From an optimization exercise on the open Yosys and OpenROAD flow, aimed at small area, a short achievable clock period and few clock cycles per item; shortcuts taken in it are not production practice. RTL that was checked went through simulation tests only; none was proved equivalent to the original. For runs 1 to 3, only the layout was checked, not whether the RTL still works.

==> flow/design.v, too long to show whole: its modules and the start of the top module <==
// module rs_gf16_mul: 12 lines
// module rs_gf_mul: 12 lines
// module rs_gf_sq: 7 lines
// module rs_gf_to_tower: 8 lines
// module rs_gf_from_tower: 8 lines
// module rs_gf_mulp: 17 lines
// module rs_gf_inv: 19 lines
// module rs_encoder: 715 lines
// module rs_vinv: 248 lines
// module rs_syndrome: 173 lines
// module rs_keyeq: 25 lines
// module rs_chien: 18 lines
// module rs_count: 16 lines
// module rs_values: 14 lines
// module rs_correct: 17 lines
// module rs_codec: 96 lines
module rs_codec (
    input  wire         clk,
    input  wire         rst,         
    input  wire         req_valid,
    output wire         req_ready,
    input  wire         req_write,   
    input  wire [159:0] req_word,    
    output reg          rsp_valid,
    output reg  [159:0] rsp_word,
    output reg  [1:0]   rsp_nerr,
    output reg          rsp_uncorr
);
  // ...
==> flow/flow/run.sh <==
#!/bin/bash
# The standard layout (the standard.sh: ORFS synthesis to finish, unchanged), with the
# setup repair of floorplan, CTS and global routing asked to leave 13.5 ns of slack on the
# 18 ns clock, so that it shortens the paths to about 4.5 ns. The SDC is the design's.
set -uo pipefail
bash standard.sh SETUP_SLACK_MARGIN=13.5 finish > standard.log 2>&1
==> flow/standard.sh <==
#!/bin/bash
# synth_recipe.tcl (not shown) runs the flow's synth.tcl, then flattens the netlist and writes it again
# the make line also repeats each setting of config.mk as NAME=value (left out here)
make -C /OpenROAD-flow-scripts/flow DESIGN_CONFIG=/design/flow/config.mk WORK_HOME=/design/flow/orfs CLKGATE_MAP_FILE= SYNTH_SCRIPT=/design/flow/synth_recipe.tcl "${@:-finish}"
==> flow/config.mk <==
export PLATFORM = sky130hd
export DESIGN_NAME = rs_codec
export DESIGN_NICKNAME = rs_codec
export VERILOG_FILES = /design/flow/design.v
export SDC_FILE = /design/flow/constraint.sdc
export NUM_CORES = 4
export LEC_CHECK = 0
export CAP_MARGIN = 20
export CORE_MARGIN = 2
export CORE_UTILIZATION = 60
export SLEW_MARGIN = 20
==> flow/constraint.sdc <==
create_clock -name core_clock -period 18.0 [get_ports {clk}]
set_input_delay 3.6000 -clock core_clock [delete_from_list [all_inputs] [get_ports {clk}]]
set_output_delay 3.6000 -clock core_clock [all_outputs]
set_load 0.01 [all_outputs]
==> metrics.md, run 1 <==
| Metric | Value |
|---|---|
| Status | `timing/DRC/antenna clean` |
| Final min period | `4.79 ns` |
| Drt wl/cell | `28.3 um` |
| Most frequent cells in the layout | `1341 x xnor2_1, 809 x dfxtp_1, 578 x xor2_1` |
| Io pins | `329` |
| Max-cap violations | `0` |
| Wire length on met2 | `71600 um` |
| Final core occ | `70.7%` |
| Worst-margin pin slew | `1.21 ns` |
| Yosys cell types | `69` |
| Worst path cell trace | `buf_6` |
| Setup Slack @ Placement | `13.02 ns` |
| Detailed-router iteration count before antenna repair | `5` |
| Fraction of area in registers | `32.7%` |
| Setup bufs post-CTS | `1` |
| Final Instance Count excl. Fillers | `6004` |
| Global-route wire length before repair | `235000 um` |
| Final WS setup | `13.21 ns` |
| Total gr overflow | `0` |
| Vias/cell | `5.66` |
| H-tree levels | `3` |
| Row count | `106` |
| Yosys top cell area share | `37.8%` |
| Post-synth EDFFs | `0` |
| R2R cell count | `10` |
| FF+latch area | `19300 sq um` |
| WP data arrival | `1.19 ns` |
| Die area | `86100 sq um` |
| Skew final | `0.0562 ns` |
| Port bufs | `327` |
| Top cell category | `multi-input combinational cells` |
| FFs & Latches | `950` |
| Uppermost routed layer | `met5` |
| Synth cell count leaders | `1383 x xnor2_1, 950 x dfxtp_1, 597 x xor2_1` |
| N_taps | `1080` |
| CTS Buffer Depth | `3` |
==> module rs_keyeq, before the edit <==
module rs_keyeq (
    input  wire [31:0] s,        
    output wire [7:0]  d,
    output wire [7:0]  n1,
    output wire [7:0]  l1,
    output wire [7:0]  l2
);
    wire [7:0] s0 = s[7:0];
    wire [7:0] s1 = s[15:8];
    wire [7:0] s2 = s[23:16];
    wire [7:0] s3 = s[31:24];
    wire [7:0] s0s2, s0s3, s1s2, s1s3, s1s1, s2s2;
    rs_gf_mul u_s0s2 (.a(s0), .b(s2), .p(s0s2));
    rs_gf_mul u_s0s3 (.a(s0), .b(s3), .p(s0s3));
    rs_gf_mul u_s1s2 (.a(s1), .b(s2), .p(s1s2));
    rs_gf_mul u_s1s3 (.a(s1), .b(s3), .p(s1s3));
    rs_gf_sq  u_s1s1 (.a(s1), .p(s1s1));
    rs_gf_sq  u_s2s2 (.a(s2), .p(s2s2));
    wire [7:0] n2 = s1s3 ^ s2s2;
    assign d  = s0s2 ^ s1s1;
    assign n1 = s0s3 ^ s1s2;
    wire dz = (d == 8'h00);
    assign l1 = dz ? s0 : n1;
    assign l2 = dz ? s1 : n2;
endmodule
==> module rs_chien, before the edit <==
module rs_chien (
    input  wire [7:0]  l0,
    input  wire [7:0]  l1,
    input  wire [7:0]  l2,
    output wire [19:0] hit
);
    localparam [159:0] ALPHA_POS  = 160'h78A50523AE1D7431BFFDFF50134FC83D2B472101;
    localparam [159:0] ALPHA_POS2 = 160'h698E02438716665F9EA1A5231D31FD504F3D4701;
    genvar i;
    generate
        for (i = 0; i < 20; i = i + 1) begin : pos
            wire [7:0] t0, t1;
            rs_gf_mul u_t0 (.a(l0), .b(ALPHA_POS2[8*i +: 8]), .p(t0));
            rs_gf_mul u_t1 (.a(l1), .b(ALPHA_POS[8*i +: 8]),  .p(t1));
            assign hit[i] = ((t0 ^ t1) == l2);
        end
    endgenerate
endmodule
==> module rs_codec, before the edit <==
module rs_codec (
    input  wire         clk,
    input  wire         rst,         
    input  wire         req_valid,
    output wire         req_ready,
    input  wire         req_write,   
    input  wire [159:0] req_word,    
    output reg          rsp_valid,
    output reg  [159:0] rsp_word,
    output reg  [1:0]   rsp_nerr,
    output reg          rsp_uncorr
);
    assign req_ready = 1'b1;
    reg         v0, wr0;
    reg [159:0] w0;
    always @(posedge clk) begin
        v0  <= req_valid && !rst;
        wr0 <= req_write;
        w0  <= req_word;
    end
    wire [31:0] t, chk, sp, s;
    rs_encoder  u_enc (.x(w0[159:32]), .t(t), .chk(chk));
    rs_syndrome u_syn (.t(t), .x(w0[31:0]), .s(sp));
    genvar j;
    generate
        for (j = 0; j < 4; j = j + 1) begin : tw
            rs_gf_to_tower u_tw (.a(sp[8*j +: 8]), .t(s[8*j +: 8]));
        end
    endgenerate
    reg         v1, rd1;
    reg [159:0] w1;
    reg [31:0]  s1r;
    always @(posedge clk) begin
        v1  <= v0 && !rst;
        rd1 <= !wr0;
        w1  <= {w0[159:32], wr0 ? chk : w0[31:0]};
        s1r <= s;
    end
    wire [7:0] d, n1, l1, l2;
    rs_keyeq u_key (.s(s1r), .d(d), .n1(n1), .l1(l1), .l2(l2));
    reg         v2, rd2, nz2, s0nz2;
    reg [159:0] w2;
    reg [7:0]   d2, n12, l12, l22, s02, s12;
    always @(posedge clk) begin
        v2    <= v1 && !rst;
        rd2   <= rd1;
        nz2   <= (s1r != 32'h0);
        s0nz2 <= (s1r[7:0] != 8'h00);
        w2    <= w1;
        d2    <= d;
        n12   <= n1;
        l12   <= l1;
        l22   <= l2;
        s02   <= s1r[7:0];
        s12   <= s1r[15:8];
    end
    wire [19:0] hit;
    rs_chien u_chien (.l0(d2), .l1(l12), .l2(l22), .hit(hit));
    wire [7:0] n1_inv, s0d, s1d;
    rs_gf_inv u_inv (.a(n12), .y(n1_inv));
    rs_gf_mul u_s0d (.a(s02), .b(d2), .p(s0d));
    rs_gf_mul u_s1d (.a(s12), .b(d2), .p(s1d));
    reg         v3, rd3, nz3, dz3, n1z3, s0nz3;
    reg [159:0] w3;
    reg [19:0]  hit3;
    reg [7:0]   s0d3, s1d3, ninv3, s03;
    always @(posedge clk) begin
        v3    <= v2 && !rst;
        rd3   <= rd2;
        nz3   <= nz2;
        dz3   <= (d2 == 8'h00);
        n1z3  <= (n12 == 8'h00);
        s0nz3 <= s0nz2;
        w3    <= w2;
        hit3  <= hit;
        s0d3  <= s0d;
        s1d3  <= s1d;
        ninv3 <= n1_inv;
        s03   <= s02;
    end
    wire any, two;
    rs_count u_cnt (.hit(hit3), .any(any), .two(two));
    wire single_ok = dz3 && n1z3 && s0nz3 && any;
    wire double_ok = !dz3 && two;
    wire ok = rd3 && (single_ok || double_ok);
    wire [7:0] a, b;
    rs_values u_val (.s0d(s0d3), .s1d(s1d3), .n1_inv(ninv3), .s0(s03), .a(a), .b(b));
    wire [159:0] corrected;
    rs_correct u_cor (.cw(w3), .fix(hit3 & {20{ok}}), .a(a), .b(b), .corrected(corrected));
    always @(posedge clk) begin
        rsp_valid  <= v3 && !rst;
        rsp_word   <= corrected;
        rsp_nerr   <= !rd3 ? 2'd0 : single_ok ? 2'd1 : double_ok ? 2'd2 : 2'd0;
        rsp_uncorr <= rd3 && nz3 && !single_ok && !double_ok;
    end
endmodule
==> inputs of run 2 (changes only) <==
--- a/flow/design.v
+++ b/flow/design.v
@@ -1223,4 +1223,3 @@
     output wire [7:0]  n1,
-    output wire [7:0]  l1,
-    output wire [7:0]  l2
+    output wire [7:0]  n2
 );
@@ -1230,20 +1229,19 @@
     wire [7:0] s3 = s[31:24];
-    wire [7:0] s0s2, s0s3, s1s2, s1s3, s1s1, s2s2;
+    wire [7:0] s0s2, s1s3, sx, s1s1, s2s2;
     rs_gf_mul u_s0s2 (.a(s0), .b(s2), .p(s0s2));
-    rs_gf_mul u_s0s3 (.a(s0), .b(s3), .p(s0s3));
-    rs_gf_mul u_s1s2 (.a(s1), .b(s2), .p(s1s2));
     rs_gf_mul u_s1s3 (.a(s1), .b(s3), .p(s1s3));
+    rs_gf_mul u_sx   (.a(s0 ^ s1), .b(s2 ^ s3), .p(sx));
     rs_gf_sq  u_s1s1 (.a(s1), .p(s1s1));
     rs_gf_sq  u_s2s2 (.a(s2), .p(s2s2));
-    wire [7:0] n2 = s1s3 ^ s2s2;
     assign d  = s0s2 ^ s1s1;
-    assign n1 = s0s3 ^ s1s2;
-    wire dz = (d == 8'h00);
-    assign l1 = dz ? s0 : n1;
-    assign l2 = dz ? s1 : n2;
+    assign n1 = sx ^ s0s2 ^ s1s3;
+    assign n2 = s1s3 ^ s2s2;
 endmodule
 module rs_chien (
-    input  wire [7:0]  l0,
-    input  wire [7:0]  l1,
-    input  wire [7:0]  l2,
+    input  wire        dz,       
+    input  wire [7:0]  d,
+    input  wire [7:0]  n1,
+    input  wire [7:0]  n2,
+    input  wire [7:0]  s0,
+    input  wire [7:0]  s1,
     output wire [19:0] hit
@@ -1252,2 +1250,5 @@
     localparam [159:0] ALPHA_POS2 = 160'h698E02438716665F9EA1A5231D31FD504F3D4701;
+    wire [7:0] l0 = d;
+    wire [7:0] l1 = dz ? s0 : n1;
+    wire [7:0] l2 = dz ? s1 : n2;
     genvar i;
@@ -1347,7 +1348,7 @@
     end
-    wire [7:0] d, n1, l1, l2;
-    rs_keyeq u_key (.s(s1r), .d(d), .n1(n1), .l1(l1), .l2(l2));
-    reg         v2, rd2, nz2, s0nz2;
+    wire [7:0] d, n1, n2;
+    rs_keyeq u_key (.s(s1r), .d(d), .n1(n1), .n2(n2));
+    reg         v2, rd2, nz2, s0nz2, dz2;
     reg [159:0] w2;
-    reg [7:0]   d2, n12, l12, l22, s02, s12;
+    reg [7:0]   d2, n12, n22, s02, s12;
     always @(posedge clk) begin
@@ -1357,2 +1358,3 @@
         s0nz2 <= (s1r[7:0] != 8'h00);
+        dz2   <= (d == 8'h00);
         w2    <= w1;
@@ -1360,4 +1362,3 @@
         n12   <= n1;
-        l12   <= l1;
-        l22   <= l2;
+        n22   <= n2;
         s02   <= s1r[7:0];
@@ -1366,3 +1367,3 @@
     wire [19:0] hit;
-    rs_chien u_chien (.l0(d2), .l1(l12), .l2(l22), .hit(hit));
+    rs_chien u_chien (.dz(dz2), .d(d2), .n1(n12), .n2(n22), .s0(s02), .s1(s12), .hit(hit));
     wire [7:0] n1_inv, s0d, s1d;
@@ -1379,3 +1380,3 @@
         nz3   <= nz2;
-        dz3   <= (d2 == 8'h00);
+        dz3   <= dz2;
         n1z3  <= (n12 == 8'h00);
==> flow/flow/run.sh (replaced) <==
#!/bin/bash
set -uo pipefail
bash standard.sh SETUP_SLACK_MARGIN=13.5 "BUFFER_PORTS_ARGS=-buffer_cell sky130_fd_sc_hd__buf_1" finish > standard.log 2>&1
--- a/flow/config.mk
+++ b/flow/config.mk
@@ -10,2 +10,3 @@
 export CORE_UTILIZATION = 60
+export CTS_BUF_LIST = sky130_fd_sc_hd__clkbuf_4 sky130_fd_sc_hd__clkbuf_8
 export SLEW_MARGIN = 20
==> metrics.md, run 2 <==
| Metric | Value |
|---|---|
| Layout cells sized above 1 | `16.8%` |
| Final WS setup | `13.07 ns (-0.140 ns)` |
| Final Max Tran Viols | `0` |
| Slowest CP cell | `dfxtp_4` |
| Seq cells post-synth | `943` |
| Async S/R FF share, synth | `0%` |
| Unrepaired setup endpoints after global routing | `yes` |
| Post-Route WL | `174000 um` |
| Most frequent cells in the layout | `1430 x xnor2_1, 807 x dfxtp_1, 554 x xor2_1` |
| Normalized max-slew margin | `26.9%` |
| Root Buffer | `clkbuf_8` |
| CTS tree | `yes` |
| Die X | `291 um` |
| Final hold vios | `0` |
| H-tree levels | `4 (+1)` |
| Syn. warnings | `2` |
| Most common cell after layout, fill and taps aside | `xnor2_1` |
| Worst path cell trace | `buf_6` |
| Startpoint Class | `flip-flop` |
| Port bufs | `327 (unchanged)` |
| Yosys cell types | `68 (-1.4%)` |
| Yosys top cell area share | `38.2% (+0.33 points)` |
| Worst hold path class | `reg -> reg` |
| Skew final | `0.0534 ns (-0.00275 ns)` |
| Cell accounting for the most synthesized area | `dfxtp_1` |
| Starting Density | `60.4%` |
| Die H | `291 um` |
| Mapped Area | `49500 sq um` |
| Initial antenna violation count | `18` |
| Kind of critical path | `reg -> out` |
| Levels on crit path | `1` |
| Via count of the first global-routing pass | `33100` |
| Top FF cell, synth | `dfxtp_1` |
| Final Cycle Share | `27.4%` |
| WP data arrival | `1.33 ns (+0.14 ns)` |
| Setup TNS | `0 ns` |
| RD Place Congestion | `1.07` |
| CP endpoint kind | `output pin` |
| Final min period | `4.93 ns (+0.140 ns)` |
| Core Region | `81800 sq um` |
| Net Count, Synth | `4650` |
| Io pins | `329 (unchanged)` |
| DRC viols | `0` |
| Nets | `5020` |
| Area delta synth->final | `15.3%` |
| Antenna Violating Nets Remaining | `0` |
| Global-route usage over all layers | `40.5%` |
| Max-cap violations | `0 (unchanged)` |
| Top Family by Delay on Critical Path | `flip-flops` |
| Initial drt markers | `3783` |
| Worst skew pair latency | `0.84 ns` |
| Largest cells by area after synthesis | `dfxtp_1 38%, xnor2_1 26%, xnor3_1 11%` |
| Drt wl/cell | `28.9 um (+1.9%)` |
| CTS Buffer Depth | `3 (unchanged)` |
| Global-route wire length before repair | `242000 um (+3.2%)` |
| TritonCTS Buffers | `148` |
| DP HPWL | `134000 um` |
| Worst-margin pin slew | `1.10 ns (-0.118 ns)` |
| Post-synthesis cell count | `4477` |
| Fillers | `6088` |
| Sequential share of the synthesized area | `38.2%` |
| CTS Sinks | `943` |
| Synth cell count leaders | `1473 x xnor2_1, 943 x dfxtp_1, 570 x xor2_1` |
| Hold_buf cts | `0` |
| R2R cell count | `10 (unchanged)` |
| Buf/Inv on CP | `1` |
| Setup Slack @ Placement | `12.92 ns (-0.0954 ns)` |
| Most numerous cell in the Yosys netlist | `xnor2_1` |
| Clock slew seen by the registers of the worst setup and hold paths | `0.07 ns` |
| Mapped Avg Cell Area | `11.0 sq um` |
| Hold_ws | `0.288 ns` |
| Slowest cell delay on critical path | `0.41 ns` |
| Largest net degree at the start of global routing | `71` |
| Die area | `84700 sq um (-1.6%)` |
| Total gr overflow | `0 (unchanged)` |
| Status | `timing/DRC/antenna clean` |
| Crit path required time | `14.40 ns` |
| Fmax achieved | `0.203 GHz` |
| Row count | `105 (-0.94%)` |
| Detailed-router iteration count before antenna repair | `6 (+1)` |
| Post-synth EDFFs | `0 (unchanged)` |
| Endpoints failing setup | `0` |
| Worst Hold Depth | `0` |
| Vias/cell | `5.60 (-1.1%)` |
| Max FO, Critical Path | `1` |
| Via count | `33800` |
[run 2: changes by cell type in the layout (fill, tap and decap cells not counted), sizes merged, moves of 12 or more]
cell	change
buf	+159
o21ai	-29
xnor2	+75
nor2	+135
clkdlybuf4s50	-163
nand2	-41
xnor3	-12
nor3	-149
nand3	+46
nand2b	-21
clkbuf	+95
xor2	-31
[run 2: cell families after synthesis]
| kind of cell | count (synthesis) | share of synthesized area, % |
|---|---|---|
| AO/OA/AOI/OAI | 155 | 1.93 |
| XOR/XNOR | 2350 | 49.9 |
| adder cells (fa/ha/maj) | 11 | 0.268 |
| buffers and inverters | 221 | 1.79 |
| flip-flops | 943 | 38.2 |
| multiplexers | 69 | 1.53 |
| other | 1 | 0.00758 |
| AND/OR/NAND/NOR | 727 | 6.39 |
[run 2: metal layers]
layer  wire, um  GRT usage, %  vias to the layer above
li1           -             -                    14900
met4       7730          17.3                        6
met5         38             0                        -
met1      70100          55.0                    16300
met3      22800          13.1                      379
met2      73700          59.1                     2136
[run 2: cell type report]
type	instances	area [sq um]	area share (%)
antenna	5	12.5	0.0219
clock buffer	212	2680	4.70
clock inverter	51	582	1.02
inverter	14	52.6	0.0922
multi-input combinational	3313	30400	53.3
sequential	943	19100	33.5
tap	1070	1340	2.35
timing repair buffer	427	2860	5.01
[run 2: timing repair]
item,CTS,global route
pin swaps,2,4
resized for setup,415,101
buffers inserted,1,10
endpoints found under the hold margin,0,0
endpoints found under the setup margin,282,225
[run 2: final timing paths]
check | slack (ns) | startpoint | endpoint
max | 13.07 | rsp_word[132] | rsp_word[132]
min | 0.29 | w2[143] | w3[143]
max reg2reg | 13.46 | w0[149] | w1[1]
min reg2reg | 0.29 | w2[143] | w3[143]
[run 2: metrics by stage]
stage / utilization (%) / std cells / cell area (sq um)
2_1_floorplan: - / 4477 / 49500
3_3_place_gp: 63.5 / 5755 / 52000
3_5_place_dp: 63.5 / 5756 / 52000
4_1_cts: 69.0 / 6020 / 56400
5_1_grt: 69.7 / 6034 / 57000
6_report: 69.7 / 6035 / 57000
==> inputs of run 3 (changes only) <==
--- a/flow/config.mk
+++ b/flow/config.mk
@@ -10,3 +10,2 @@
 export CORE_UTILIZATION = 60
-export CTS_BUF_LIST = sky130_fd_sc_hd__clkbuf_4 sky130_fd_sc_hd__clkbuf_8
 export SLEW_MARGIN = 20
==> metrics.md, run 3 <==
| Metric | Value |
|---|---|
| Status | `timing/DRC/antenna clean` |
| Post-Route WL | `175000 um (about the same)` |
| Top FF cell, synth | `dfxtp_1` |
| Fmax achieved | `0.209 GHz (+3.1%)` |
| Yosys cell types | `68 (unchanged)` |
| Sequential share of the synthesized area | `38.2% (unchanged)` |
| Dpl cell area | `52000 sq um (unchanged)` |
| Most numerous cell in the Yosys netlist | `xnor2_1` |
| CTS Buffer Depth | `3 (unchanged)` |
| Final min period | `4.78 ns (-0.147 ns)` |
| Hold_sp | `w1[79]` |
| H-tree levels | `3 (-1)` |
| Most frequent cells in the layout | `1429 x xnor2_1, 809 x dfxtp_1, 553 x xor2_1` |
| Skew final | `0.0812 ns (+0.0278 ns)` |
| CTS Sinks | `943 (unchanged)` |
| Final core occ | `69.5% (-0.18 points)` |
| Row count | `105 (unchanged)` |
| Worst setup path startpoint | `rsp_word[97]` |
| FF+latch area | `19100 sq um (unchanged)` |
| Largest net degree at the start of global routing | `71 (unchanged)` |
| Worst-margin pin slew | `1.10 ns (+0.00238 ns)` |
| Setup TNS | `0 ns (unchanged)` |
| Global-route wire length before repair | `242000 um (-0.18%)` |
| DP HPWL | `134000 um (unchanged)` |
| Hold_buf cts | `0 (unchanged)` |
| Via count of the first global-routing pass | `32500 (-1.9%)` |
| Via count | `33400 (-1.1%)` |
| Syn. warnings | `2 (unchanged)` |
| Die area | `84700 sq um (unchanged)` |
| Slowest CP cell | `dfxtp_4` |
| Max FO, Critical Path | `1 (unchanged)` |
| Post-synthesis cell count | `4477 (unchanged)` |
| WP data arrival | `1.18 ns (-0.15 ns)` |
| Starting Density | `60.4% (unchanged)` |
| R2r endpoint | `w1[1]` |
| Unrepaired setup endpoints after global routing | `yes` |
| Io pins | `329 (unchanged)` |
| Async S/R FF share, synth | `0% (unchanged)` |
| CP endpoint kind | `output pin` |
| Drt wl/cell | `29.4 um (+1.8%)` |
| Hold EP | `w2[79]` |
| Synth cell count leaders | `1473 x xnor2_1, 943 x dfxtp_1, 570 x xor2_1` |
| Total gr overflow | `0 (unchanged)` |
| Crit path required time | `14.40 ns (about the same)` |
| Cell accounting for the most synthesized area | `dfxtp_1` |
| Startpoint Class | `flip-flop` |
| Normalized max-slew margin | `26.3% (-0.62 points)` |
| Worst hold path class | `reg -> reg` |
| Layout cells sized above 1 | `14.8% (-1.9 points)` |
| R2R Path Start | `w0[74]` |
| TritonCTS Buffers | `92 (-38%)` |
| Worst Hold Depth | `0 (unchanged)` |
| Die H | `291 um (unchanged)` |
| RD Place Congestion | `1.07 (unchanged)` |
| Detailed-router iteration count before antenna repair | `5 (-1)` |
| Largest cells by area after synthesis | `dfxtp_1 38%, xnor2_1 26%, xnor3_1 11%` |
| Slowest cell delay on critical path | `0.37 ns (-0.04 ns)` |
| Mapped Area | `49500 sq um (unchanged)` |
| Net Count, Synth | `4650 (unchanged)` |
| Max-cap violations | `0 (unchanged)` |
| Most common cell after layout, fill and taps aside | `xnor2_1` |
| Initial antenna violation count | `17 (-1)` |
| Final hold vios | `0 (unchanged)` |
| Mapped Avg Cell Area | `11.0 sq um (unchanged)` |
| Global-route usage over all layers | `40.4% (-0.12 points)` |
| Top Family by Delay on Critical Path | `flip-flops` |
| Vias/cell | `5.63 (+0.54%)` |
| Clock slew seen by the registers of the worst setup and hold paths | `0.06 ns (about the same)` |
| DRC viols | `0 (unchanged)` |
| Fillers | `6087 (-0.016%)` |
| Endpoints failing setup | `0 (unchanged)` |
| Buf/Inv on CP | `1 (unchanged)` |
| Multi-input gate area | `30400 sq um (about the same)` |
| Worst path cell trace | `buf_6` |
| Worst skew pair latency | `0.71 ns (-0.13 ns)` |
| Seq cells post-synth | `943 (unchanged)` |
| Port bufs | `327 (unchanged)` |
| Post-synth EDFFs | `0 (unchanged)` |
| R2R cell count | `10 (unchanged)` |
| Core Region | `81800 sq um (unchanged)` |
| Root Buffer | `clkbuf_16` |
| Initial drt markers | `3992 (+5.5%)` |
| Nets | `4960 (-1.2%)` |
| Final Cycle Share | `26.6% (-0.82 points)` |
| R2R setup slack | `13.49 ns (+0.03 ns)` |
| CTS tree | `yes` |
| Post-route cell area | `56900 sq um (-0.26%)` |
| Die X | `291 um (unchanged)` |
| Hold_ws | `0.272 ns (-0.0159 ns)` |
| Antenna Violating Nets Remaining | `0 (unchanged)` |
| Final Max Tran Viols | `0 (unchanged)` |
| Area delta synth->final | `15.0%` |
| Kind of critical path | `reg -> out` |
| Yosys top cell area share | `38.2% (unchanged)` |
-- run 3: cell counts after synthesis --
No cell type changed its count.
-- run 3: cells by family after synthesis --
kind of cell	share of synthesized area (%)
buf+inv	1.79
mux	1.53
other cells	0.00758
compound gates	1.93
xor+xnor	49.9
flops	38.2
simple gates	6.39
fa+ha+maj	0.268
-- run 3: layout make-up --
| class | instances | share of cell area, % |
|---|---|---|
| Clock inverter | 47 | 0.922 |
| Antenna cell | 2 | 0.00880 |
| Timing Repair Buffer | 423 | 4.97 |
| Tap cell | 1070 | 2.35 |
| Sequential cell | 943 | 33.6 |
| Inverter | 14 | 0.0924 |
| Multi-Input combinational cell | 3313 | 53.4 |
| Clock buffer | 124 | 4.61 |
-- run 3: worst max path at each step --
| stage | end | slack (ns) | cells after the start |
|---|---|---|---|
| floorplan | w1[31] | 13.98 | 11 |
| global placement | w1[31] | 12.92 | 10 |
| detailed placement | rsp_word[100] | 12.92 | 10 |
| CTS | rsp_word[35] | 13.20 | 1 |
| global route | rsp_word[0] | 13.19 | 1 |
| finish | rsp_word[97] | 13.22 | 1 |
-- run 3: metal layers --
metal  vias to the layer above  global-route usage, %  wire length, um  part of all wire, %
li1                      14800                      -                -                    -
met1                     16200                   55.9            70400                   40
met2                      2075                   59.5            74100                   42
met3                       378                   11.5            22200                   13
met4                         8                   16.0             7840                  4.5
met5                         -                      0               56                0.032
-- run 3: per-stage QoR --
step	std cells	setup slack [ns]
floorplan	4477	13.98
global route	5934	13.19
finish	5936	13.22
detailed placement	5756	12.92
global placement	5755	12.92
CTS	5930	13.20
-- run 3: worst reg2reg max path, stage by stage, from the launching register on --
cell and delay, ns:
dfxtp_1 0.67, xnor2_1 0.19, xnor2_1 0.36, xnor3_1 0.62, xnor3_1 0.51, xnor3_1 0.30, xnor3_1 0.38, xnor2_2 0.36
xnor2_2 0.22, xnor3_1 0.45, mux2_2 0.29
-- run 3: what timing repair did --
| item | 4_1_cts | 5_1_grt |
|---|---|---|
| buffers inserted | 3 | 4 |
| setup endpoints to repair | 283 | 240 |
| pin swaps | 3 | 3 |
| endpoints found under the hold margin | 0 | 0 |
| gates resized for setup | 416 | 97 |
==> module rs_values, before the edit <==
module rs_values (
    input  wire [7:0]  s0d,      
    input  wire [7:0]  s1d,      
    input  wire [7:0]  n1_inv,   
    input  wire [7:0]  s0,
    output wire [7:0]  a,        
    output wire [7:0]  b         
);
    wire [7:0] m, bt;
    rs_gf_mul u_a (.a(s1d), .b(n1_inv), .p(m));
    rs_gf_mul u_b (.a(s0d), .b(n1_inv), .p(bt));
    rs_gf_from_tower u_ap (.t(s0 ^ m), .a(a));
    rs_gf_from_tower u_bp (.t(bt), .a(b));
endmodule
==> inputs of run 4 (changes only) <==
--- a/flow/design.v
+++ b/flow/design.v
@@ -64,5 +64,5 @@
 endmodule
-module rs_gf_inv (
+module rs_gf_inv_den (
     input  wire [7:0] a,
-    output wire [7:0] y
+    output wire [3:0] dl
 );
@@ -74,3 +74,11 @@
     rs_gf16_mul u_hl (.x(h), .z(l), .p(hl));
-    wire [3:0] dl = h2x8 ^ hl ^ l2;
+    assign dl = h2x8 ^ hl ^ l2;
+endmodule
+module rs_gf_inv_fin (
+    input  wire [7:0] a,
+    input  wire [3:0] dl,
+    output wire [7:0] y
+);
+    wire [3:0] h = a[7:4];
+    wire [3:0] l = a[3:0];
     localparam [15:0] INV0 = 16'h4976;
@@ -1280,6 +1288,5 @@
 module rs_values (
-    input  wire [7:0]  s0d,      
-    input  wire [7:0]  s1d,      
-    input  wire [7:0]  n1_inv,   
+    input  wire [7:0]  w,        
     input  wire [7:0]  s0,
+    input  wire [7:0]  s1,
     output wire [7:0]  a,        
@@ -1288,4 +1295,4 @@
     wire [7:0] m, bt;
-    rs_gf_mul u_a (.a(s1d), .b(n1_inv), .p(m));
-    rs_gf_mul u_b (.a(s0d), .b(n1_inv), .p(bt));
+    rs_gf_mul u_a (.a(s1), .b(w), .p(m));
+    rs_gf_mul u_b (.a(s0), .b(w), .p(bt));
     rs_gf_from_tower u_ap (.t(s0 ^ m), .a(a));
@@ -1350,2 +1357,4 @@
     rs_keyeq u_key (.s(s1r), .d(d), .n1(n1), .n2(n2));
+    wire [3:0] n1_den;
+    rs_gf_inv_den u_inv_den (.a(n1), .dl(n1_den));
     reg         v2, rd2, nz2, s0nz2, dz2;
@@ -1353,2 +1362,3 @@
     reg [7:0]   d2, n12, n22, s02, s12;
+    reg [3:0]   nden2;
     always @(posedge clk) begin
@@ -1365,2 +1375,3 @@
         s12   <= s1r[15:8];
+        nden2 <= n1_den;
     end
@@ -1368,6 +1379,5 @@
     rs_chien u_chien (.dz(dz2), .d(d2), .n1(n12), .n2(n22), .s0(s02), .s1(s12), .hit(hit));
-    wire [7:0] n1_inv, s0d, s1d;
-    rs_gf_inv u_inv (.a(n12), .y(n1_inv));
-    rs_gf_mul u_s0d (.a(s02), .b(d2), .p(s0d));
-    rs_gf_mul u_s1d (.a(s12), .b(d2), .p(s1d));
+    wire [7:0] n1_inv, w;
+    rs_gf_inv_fin u_inv_fin (.a(n12), .dl(nden2), .y(n1_inv));
+    rs_gf_mul u_w (.a(d2), .b(n1_inv), .p(w));
     reg         v3, rd3, nz3, dz3, n1z3, s0nz3;
@@ -1375,3 +1385,3 @@
     reg [19:0]  hit3;
-    reg [7:0]   s0d3, s1d3, ninv3, s03;
+    reg [7:0]   wq3, s03, s13;
     always @(posedge clk) begin
@@ -1385,6 +1395,5 @@
         hit3  <= hit;
-        s0d3  <= s0d;
-        s1d3  <= s1d;
-        ninv3 <= n1_inv;
+        wq3   <= w;
         s03   <= s02;
+        s13   <= s12;
     end
@@ -1396,3 +1405,3 @@
     wire [7:0] a, b;
-    rs_values u_val (.s0d(s0d3), .s1d(s1d3), .n1_inv(ninv3), .s0(s03), .a(a), .b(b));
+    rs_values u_val (.w(wq3), .s0(s03), .s1(s13), .a(a), .b(b));
     wire [159:0] corrected;
==> metrics.md, run 4 <==
| Metric | Value |
|---|---|
| Skew final | `0.0390 ns (-0.0422 ns)` |
| Buf/Inv on CP | `1 (unchanged)` |
| Net Count, Synth | `4465 (-4.0%)` |
| Core Region | `78600 sq um (-4.0%)` |
| Post-synth EDFFs | `0 (unchanged)` |
| Setup TNS | `0 ns (unchanged)` |
| Final min period | `4.78 ns (-0.000600 ns)` |
| Synth Area in XOR/XNOR | `49.1% (-0.81 points)` |
| Normalized max-slew margin | `22.5% (-3.8 points)` |
| Post-Synth Adder-Cell Area | `0.148% (-0.12 points)` |
| Cell accounting for the most synthesized area | `dfxtp_1` |
| Yosys cell types | `70 (+2.9%)` |
| Vias/cell | `5.55 (-1.4%)` |
| Wire length on met2 | `68100 um (-8.0%)` |
| Fmax achieved | `0.209 GHz (about the same)` |
| Async S/R FF share, synth | `0% (unchanged)` |
| Root Buffer | `clkbuf_16` |
| Post-route cell area | `55600 sq um (-2.2%)` |
| Global-route wire length before repair | `226000 um (-6.6%)` |
| Sequential share of the synthesized area | `39.6% (+1.4 points)` |
| Max FO, Critical Path | `1 (unchanged)` |
| Global-route usage over all layers | `39.0% (-1.4 points)` |
| Hold_buf cts | `0 (unchanged)` |
| Fillers | `5714 (-6.1%)` |
| Most common cell after layout, fill and taps aside | `xnor2_1` |
| H-tree levels | `3 (unchanged)` |
| Port bufs | `327 (unchanged)` |
| Worst hold path class | `reg -> reg` |
| Largest cells by area after synthesis | `dfxtp_1 40%, xnor2_1 27%, xor2_1 12%` |
| Post-synthesis mux area share | `1.68% (+0.15 points)` |
| Initial drt markers | `3511 (-12%)` |
| Die H | `285 um (-2.0%)` |
| Layout cells sized above 1 | `16.1% (+1.3 points)` |
| Synth cell count leaders | `1442 x xnor2_1, 939 x dfxtp_1, 629 x xor2_1` |
| Post-synthesis cell count | `4297 (-4.0%)` |
| Total gr overflow | `0 (unchanged)` |
| Antenna Violating Nets Remaining | `0 (unchanged)` |
| Nets | `4811 (-3.0%)` |
| Unrepaired setup endpoints after global routing | `yes` |
| Starting Density | `60.4% (about the same)` |
| Uppermost routed layer | `met5` |
| Post-Route WL | `163000 um (-6.6%)` |
| Final hold vios | `0 (unchanged)` |
| Seq cells post-synth | `939 (-0.42%)` |
| Top FF cell, synth | `dfxtp_1` |
| Startpoint Class | `flip-flop` |
| Row count | `103 (-1.9%)` |
| Detailed-router iteration count before antenna repair | `6 (+1)` |
| DRC viols | `0 (unchanged)` |
| TritonCTS Buffers | `90 (-2.2%)` |
| Die X | `285 um (-2.0%)` |
| Via count of the first global-routing pass | `30800 (-5.1%)` |
| Max-cap violations | `0 (unchanged)` |
| Mapped Avg Cell Area | `11.1 sq um (about the same)` |
| Area delta synth->final | `17.1%` |
| Final Cycle Share | `26.6% (about the same)` |
| Worst skew pair latency | `0.68 ns (-0.03 ns)` |
| Clock slew seen by the registers of the worst setup and hold paths | `0.07 ns (about the same)` |
| Slowest CP cell | `dfxtp_4` |
| Via count | `32100 (-4.0%)` |
| RD Place Congestion | `1.08 (about the same)` |
| Slowest cell delay on critical path | `0.41 ns (+0.04 ns)` |
| CP endpoint kind | `output pin` |
| Initial antenna violation count | `17 (unchanged)` |
| CTS Buffer Depth | `3 (unchanged)` |
| Area fraction in compound gates after synthesis | `1.96% (+0.025 points)` |
| Worst-margin pin slew | `1.15 ns (+0.0566 ns)` |
| Met1 WL | `67000 um (-4.7%)` |
| Most frequent cells in the layout | `1377 x xnor2_1, 782 x dfxtp_1, 612 x xor2_1` |
| Mapped Area | `47500 sq um (-4.0%)` |
| Metal3 WL | `20100 um (-9.3%)` |
| CTS Sinks | `939 (-0.42%)` |
| Synth Area in Simple Gates | `6.00% (-0.39 points)` |
| Worst path cell trace | `buf_6` |
| Endpoints failing setup | `0 (unchanged)` |
| Most numerous cell in the Yosys netlist | `xnor2_1` |
| Drt wl/cell | `28.2 um (-4.1%)` |
| Syn. warnings | `2 (unchanged)` |
| Yosys top cell area share | `39.6% (+1.4 points)` |
| Kind of critical path | `reg -> out` |
| Status | `timing/DRC/antenna clean` |
| Largest net degree at the start of global routing | `37 (-48%)` |
| Dpl cell area | `50100 sq um (-3.6%)` |
| WP data arrival | `1.18 ns (about the same)` |
| Combinational family with the most area after synthesis | `XOR/XNOR gates` |
| Io pins | `329 (unchanged)` |
| Hold_ws | `0.306 ns (+0.0333 ns)` |
| DP HPWL | `125000 um (-6.6%)` |
| CTS tree | `yes` |
| Top Family by Delay on Critical Path | `flip-flops` |
| Crit path required time | `14.40 ns (about the same)` |
| Die area | `81400 sq um (-3.9%)` |
| Final Max Tran Viols | `0 (unchanged)` |
[run 4: worst paths after layout]
kind	startpoint	end	cells after the start	slack, ns
hold / removal	w2[120]	w3[120]	0	0.31
hold reg to reg	w2[120]	w3[120]	0	0.31
setup reg to reg	w0[53]	w1[1]	11	13.43
setup / recovery	rsp_word[63]	rsp_word[63]	1	13.22
[run 4: final cells by class]
class	instances	area, sq um	area share, %
repair buffers	417	2870	5.16
well taps	1050	1310	2.36
multi-input cells	3178	28900	52.1
inverters	17	63.8	0.115
flip-flops and latches	939	19000	34.3
diodes	6	15.0	0.0270
clock inverters	48	806	1.45
clock buffers	122	2540	4.57
[run 4: what timing repair did]
item | 4_1_cts | 5_1_grt
setup endpoints to repair | 257 | 229
gates resized for setup | 431 | 143
pin swaps | 4 | 7
cloned | 0 | 0
setup buffers | 5 | 9
[run 4: routing by layer]
layer	global-route usage, %	up-vias
met4	16.2	14
met3	12.0	432
met2	55.9	1990
met5	0	-
li1	-	14300
met1	54.5	15400
[run 4: cell families (layout without fill, tap and decap cells)]
logic type               Yosys count  count (layout)
XOR/XNOR                        2308            2308
buffers and inverters            180             604
multiplexers                      72              72
AO/OA/AOI/OAI                    141             141
adder cells (fa/ha/maj)            6               6
AND/OR/NAND/NOR                  650             650
other                              1               7
flip-flops                       939             939
[run 4: through the flow]
| stage | utilization [%] | setup WS (ns) | cells |
|---|---|---|---|
| 2_1_floorplan | - | 13.76 | 4297 |
| 3_3_place_gp | 63.7 | 12.70 | 5587 |
| 3_5_place_dp | 63.7 | 12.71 | 5587 |
| 4_1_cts | 69.7 | 13.21 | 5762 |
| 5_1_grt | 70.7 | 13.19 | 5772 |
| 6_report | 70.7 | 13.22 | 5777 |
Testbench counts of run 4, summed over its fixed seeds: cycles 6,440, items 6,400.
==> inputs of run 5 (changes only) <==
==> flow/flow/run.sh (replaced) <==
#!/bin/bash
set -uo pipefail
bash standard.sh SETUP_SLACK_MARGIN=13.2 "BUFFER_PORTS_ARGS=-buffer_cell sky130_fd_sc_hd__buf_1" finish > standard.log 2>&1
==> metrics.md, run 5 <==
| Metric | Value |
|---|---|
| Most frequent cells in the layout | `1413 x xnor2_1, 891 x dfxtp_1, 624 x xor2_1` |
| Initial drt markers | `3613 (+2.9%)` |
| Normalized max-slew margin | `21.8% (-0.73 points)` |
| Slowest cell delay on critical path | `0.39 ns (-0.02 ns)` |
| Mapped Avg Cell Area | `11.1 sq um (unchanged)` |
| Final Cycle Share | `26.7% (+0.097 points)` |
| Drt wl/cell | `27.8 um (-1.5%)` |
| Final Max Tran Viols | `0 (unchanged)` |
| Startpoint Class | `flip-flop` |
| Root Buffer | `clkbuf_16` |
| Mapped Area | `47500 sq um (unchanged)` |
| Row count | `103 (unchanged)` |
| Fillers | `6021 (+5.4%)` |
| Final Instance Count excl. Fillers | `5764 (-0.23%)` |
| DP HPWL | `125000 um (unchanged)` |
| Clock slew seen by the registers of the worst setup and hold paths | `0.06 ns (about the same)` |
| Max FO, Critical Path | `1 (unchanged)` |
| Fmax achieved | `0.208 GHz (-0.36%)` |
| Most numerous cell in the Yosys netlist | `xnor2_1` |
| Vias/cell | `5.56 (+0.18%)` |
| Post-Route WL | `160000 um (-1.7%)` |
| Endpoints failing setup | `0 (unchanged)` |
| Core Region | `78600 sq um (unchanged)` |
| Kind of critical path | `reg -> out` |
| Crit path required time | `14.40 ns (about the same)` |
| Final hold vios | `0 (unchanged)` |
| Buf/Inv on CP | `1 (unchanged)` |
| Most used routing layer | `met2` |
| RD Place Congestion | `1.08 (unchanged)` |
| Skew final | `0.0367 ns (-0.00235 ns)` |
| Max-cap violations | `0 (unchanged)` |
| Post-synth EDFFs | `0 (unchanged)` |
| Initial antenna violation count | `10 (-7)` |
| WP data arrival | `1.20 ns (+0.02 ns)` |
| Die area | `81400 sq um (unchanged)` |
| Top Family by Delay on Critical Path | `flip-flops` |
| Antenna Violating Nets Remaining | `0 (unchanged)` |
| Hold_ws | `0.305 ns (-0.000456 ns)` |
| H-tree levels | `3 (unchanged)` |
| Global-route wire length before repair | `223000 um (-1.2%)` |
| Dpl cell area | `50100 sq um (unchanged)` |
| Net Count, Synth | `4465 (unchanged)` |
| Seq cells post-synth | `939 (unchanged)` |
| Die X | `285 um (unchanged)` |
| Die H | `285 um (unchanged)` |
| Io pins | `329 (unchanged)` |
| Post-synthesis cell count | `4297 (unchanged)` |
| Starting Density | `60.4% (unchanged)` |
| Global-route usage over all layers | `38.6% (-0.42 points)` |
| Worst skew pair latency | `0.67 ns (about the same)` |
| Final min period | `4.80 ns (+0.0174 ns)` |
| Largest net degree at the start of global routing | `37 (unchanged)` |
| Syn. warnings | `2 (unchanged)` |
| Setup TNS | `0 ns (unchanged)` |
| Dpl cells | `5587 (unchanged)` |
| Sequential share of the synthesized area | `39.6% (unchanged)` |
| GR met3 Demand/Resource | `11.1% (-0.93 points)` |
| Status | `timing/DRC/antenna clean` |
| Area delta synth->final | `13.6%` |
| Async S/R FF share, synth | `0% (unchanged)` |
| CP endpoint kind | `output pin` |
| Worst hold path class | `reg -> reg` |
| Slowest CP cell | `dfxtp_2` |
| Via count | `32000 (-0.050%)` |
| Most common cell after layout, fill and taps aside | `xnor2_1` |
| Yosys cell types | `70 (unchanged)` |
| Met2 global-route usage | `55.4% (-0.56 points)` |
| Cell accounting for the most synthesized area | `dfxtp_1` |
| Top FF cell, synth | `dfxtp_1` |
| Via count of the first global-routing pass | `30400 (-1.5%)` |
| Yosys top cell area share | `39.6% (unchanged)` |
| Synth cell count leaders | `1442 x xnor2_1, 939 x dfxtp_1, 629 x xor2_1` |
| Unrepaired setup endpoints after global routing | `no` |
| Detailed-router iteration count before antenna repair | `5 (-1)` |
| TritonCTS Buffers | `90 (unchanged)` |
| Met1 Use GR | `54.7% (+0.21 points)` |
| Worst path cell trace | `buf_2` |
| CTS Sinks | `939 (unchanged)` |
| Total gr overflow | `0 (unchanged)` |
| CTS tree | `yes` |
| CTS Buffer Depth | `3 (unchanged)` |
| Port bufs | `327 (unchanged)` |
| Layout cells sized above 1 | `10.1% (-6.1 points)` |
| Worst-margin pin slew | `1.17 ns (+0.0109 ns)` |
| Nets | `4800 (-0.23%)` |
| Hold_buf cts | `0 (unchanged)` |
| DRC viols | `0 (unchanged)` |
| Largest cells by area after synthesis | `dfxtp_1 40%, xnor2_1 27%, xor2_1 12%` |
| Post-route cell area | `53900 sq um (-3.0%)` |
==> run 5: cells by family after synthesis <==
logic type | synth area share [%]
and+or+nand+nor | 6.00
adders and majority gates | 0.148
buffers and inverters | 1.51
xor gates and xnor gates | 49.1
AOI/OAI and AO/OA | 1.96
muxes | 1.68
other | 0.00790
DFF | 39.6
==> run 5: final timing paths <==
| kind | to | depth (start not counted) | start | slack, ns |
|---|---|---|---|---|
| min | w3[120] | 0 | w2[120] | 0.31 |
| min reg2reg | w3[120] | 0 | w2[120] | 0.31 |
| max | rsp_word[147] | 1 | rsp_word[147] | 13.20 |
| max reg2reg | w1[1] | 11 | w0[58] | 13.21 |
==> run 5: layer usage <==
layer	vias up	routed length, um
met2	1930	66400
met1	15400	67400
li1	14300	-
met5	-	35
met4	6	7240
met3	379	19100
==> run 5: repair_timing <==
item,in CTS,in global routing
buffers inserted,0,3
resized for setup,111,42
pin swaps,0,2
setup endpoints to repair,80,45
==> run 5: per-stage QoR <==
step | util, % | worst slack (ns)
CTS | 68.3 | 13.12
global route | 68.6 | 13.19
detailed placement | 63.7 | 12.71
global placement | 63.7 | 12.70
finish | 68.6 | 13.20
floorplan | - | 13.76
==> run 5: layout make-up <==
cell class	count	area, sq um	area share, %
diodes	4	10.0	0.0186
repair buffers	406	1910	3.55
flip-flops and latches	939	18900	35.0
clock buffers	122	2540	4.72
inverters	17	63.8	0.118
clock inverters	48	806	1.49
well taps	1050	1310	2.44
multi-input cells	3178	28400	52.7

==> static timing again, ports no longer ideal <==
The results above use ideal ports. As a check the final layouts listed here were re-extracted and re-timed, cells and wires unchanged.
Step 1: set_driving_cell puts a clkbuf_16 on clk and a buf_2 on each other input, an assumption about the parent block.
Step 2 also shifts input and output timing later by t, the mid clock arrival at the registers, as if the neighbouring blocks saw the same clock.
Three values: no drivers, after step 1, after step 2; two values: the first two.
run | t, ns | setup slack, ns | worst setup path at the end | cell pins on the clock port's net
run 1 | 0.738 | 13.212 / 13.140 / 13.494 | register to register | 1
run 2 | 0.883 | 13.072 / 13.001 / 13.465 | register to register | 1
run 3 | 0.740 | 13.219 / 13.143 / 13.487 | register to register | 1
run 4 | 0.728 | 13.220 / 13.150 / 13.433 | register to register | 1
run 5 | 0.725 | 13.202 / 13.132 / 13.214 | register to register | 1
After both steps every run listed still meets setup and hold.
